Source: an optimization exercise on an open RTL-to-GDS flow (aim: small area, a short achievable clock period and few clock cycles). Production flows keep margins and buffers that such runs may drop.
RTL that was checked went through simulation tests only; none was proved equivalent to the original.

## plane_hit
module plane_hit (
    input  wire               clk,
    input  wire               rst,
    input  wire               start,
    output wire               ready,
    input  wire signed [31:0] x2,
    input  wire signed [31:0] y2,
    input  wire signed [17:0] tx,
    input  wire signed [17:0] ty,
    input  wire signed [27:0] pz,
    input  wire signed [31:0] px,
    input  wire signed [31:0] py,
    input  wire        [15:0] cw,
    input  wire        [15:0] ch,
    input  wire        [14:0] wp,
    input  wire        [14:0] hp,
    output reg                done,
    output reg                hit,
    output reg         [13:0] u,
    output reg         [13:0] v
);
    localparam [13:0] REGMASK = 14'b00_1010_1010_1010;
    assign ready = 1'b1;
    wire sx = tx[17] ^ pz[27];
    wire sy = ty[17] ^ pz[27];
    wire [18:0] tx_e = {tx, 1'b0};
    wire [18:0] ty_e = {ty, 1'b0};
    wire [28:0] pz_1 = {pz[27], pz};
    wire [28:0] pz_2 = {pz, 1'b0};
    wire [8:0]  bnx, bny;
    wire [260:0] bpx, bpy;     
    genvar b;
    generate
        for (b = 0; b < 9; b = b + 1) begin : booth
            wire [2:0]  dx  = tx_e[2*b+2:2*b];
            wire [2:0]  dy  = ty_e[2*b+2:2*b];
            wire        o_x = dx[1] ^ dx[0];
            wire        t_x = (dx == 3'b100) | (dx == 3'b011);
            wire        o_y = dy[1] ^ dy[0];
            wire        t_y = (dy == 3'b100) | (dy == 3'b011);
            assign bnx[b] = dx[2];
            assign bny[b] = ~dy[2];      
            assign bpx[29*b +: 29] = (({29{o_x}} & pz_1) | ({29{t_x}} & pz_2)) ^ {29{bnx[b]}};
            assign bpy[29*b +: 29] = (({29{o_y}} & pz_1) | ({29{t_y}} & pz_2)) ^ {29{bny[b]}};
        end
    endgenerate
    wire dx1, dx2;
    assign dx1 = bpx[14] ^ bpx[41] ^ bpx[68];
    assign dx2 = (bpx[14] & bpx[41]) | (bpx[14] & bpx[68]) | (bpx[41] & bpx[68]);
    wire dx3, dx4;
    assign dx3 = bpx[95] ^ bpx[122] ^ bpx[149];
  ...
Settings: LEC_CHECK=0, CAP_MARGIN=20, CORE_MARGIN=2, CORE_UTILIZATION=40, SLEW_MARGIN=20; clock period 16.0 ns.
standard.sh (not shown) runs the stock make flow with config.mk's settings and CLKGATE_MAP_FILE= SYNTH_SCRIPT=/design/flow/synth_recipe.tcl, a recipe that flattens the netlist after the stock synthesis.
==> flow/flow/run.sh <==
#!/bin/bash
set -euo pipefail
bash standard.sh SETUP_SLACK_MARGIN=10.5 finish > make_finish.log 2>&1
The first run produced a clean layout.
Rerun with:
==> flow/run.sh (new file) <==
#!/bin/bash
# synth_recipe.tcl (not shown) runs the flow's synth.tcl, then flattens the netlist and writes it again
# the make line also repeats each setting of config.mk as NAME=value (left out here)
make -C /OpenROAD-flow-scripts/flow DESIGN_CONFIG=/design/flow/config.mk WORK_HOME=/design/flow/orfs CLKGATE_MAP_FILE= SYNTH_SCRIPT=/design/flow/synth_recipe.tcl finish
removed: flow/flow/run.sh
removed: flow/standard.sh
=> Via count falls by a little under a tenth. Setup slack got worse by 2200 ps. Clock-buffer cell count increases by 6.
No run of this note included a check of the RTL's function; only the layout flow was run.

---

run A:
Another version of the RTL of plane_hit (not shown whole).
Size: about 8,000 cells after synthesis, about 1,400 flip-flops, roughly 290 I/O pins, ~0.080 mm² of cells after synthesis.
==> flow/config.mk <==
export PLATFORM = sky130hd
export DESIGN_NAME = plane_hit
export DESIGN_NICKNAME = plane_hit
export VERILOG_FILES = /design/flow/design.v
export SDC_FILE = /design/flow/constraint.sdc
export NUM_CORES = 4
export LEC_CHECK = 0
export CAP_MARGIN = 10
export CORE_MARGIN = 2
export CORE_UTILIZATION = 55
export CTS_CLUSTER_DIAMETER = 120
export CTS_CLUSTER_SIZE = 25
export PLACE_DENSITY = 0.7
export SLEW_MARGIN = 10
==> flow/constraint.sdc <==
create_clock -name core_clock -period 16.0 [get_ports {clk}]
set_input_delay 3.2000 -clock core_clock [delete_from_list [all_inputs] [get_ports {clk}]]
set_output_delay 3.2000 -clock core_clock [all_outputs]
set_load 0.01 [all_outputs]
==> flow/flow/run.sh <==
#!/bin/bash
set -euo pipefail
bash standard.sh SETUP_SLACK_MARGIN=10.8 finish > make_finish.log 2>&1
Testbench counts of run A, summed over its fixed seeds: cycles 2,480.
The inputs of run B differ from those of run A as listed below.
Settings: CAP_MARGIN changed from 10 to 20; CORE_UTILIZATION changed from 55 to 40; CTS_CLUSTER_DIAMETER removed (was 120); CTS_CLUSTER_SIZE removed (was 25); PLACE_DENSITY removed (was 0.7); SLEW_MARGIN changed from 10 to 20.
==> flow/flow/run.sh <==
#!/bin/bash
set -euo pipefail
bash standard.sh SETUP_SLACK_MARGIN=11 finish > make_finish.log 2>&1
Notes after the runs:
Taking run A as the reference, in run B final cell count went up 11%; core outline area went up about 37%.
Going from run A to run B, initial cell density of the core -15 points, non-clock buffer count +196, die area +0.055 mm², number of clock buffers in the layout +200%.
Run B: full flow OK, the timing, design-rule and antenna checks passed
Run A and run B ended up with roughly the same setup skew after layout.
Compared with run A, run B shows a higher latest clock arrival within the worst-skew pair.
Between run A and run B, finished layout cell area is lower for run A, run B comes in above that.

## separate check: timing with driven ports
In the flow no input, the clock included, has a driving cell. The finished layouts below were timed again as built, in two steps. Step 1 assumes that a clkbuf_16 drives the clock port and a buf_2 every other input. Step 2 also shifts input and output timing later by t, the mid clock arrival at the registers, as if the neighbouring blocks saw the same clock. Slacks: ideal ports / drivers / drivers and shift; pairs: ideal ports / drivers.
run	shift t [ns]	setup slack, ns	worst setup path after step 2	latest minus earliest clock arrival (ns)	pins driven straight from the clock port
the first run of note 1	0.818	9.381 / 9.381 / 8.800	input to register	0.043 / 0.043	1
the second run of note 1	0.844	7.157 / 7.220 / 6.376	input to register	0.082 / 0.082	1
run A	0.789	10.785 / 10.785 / 10.785	register to register	0.040 / 0.040	1
run B	0.896	10.605 / 10.605 / 10.605	register to register	0.038 / 0.038	1
After both steps every run listed still meets setup and hold. For the second run of note 1, which loses most, drivers alone change the setup slack by +0.063 ns; drivers and shift together by -0.781 ns.
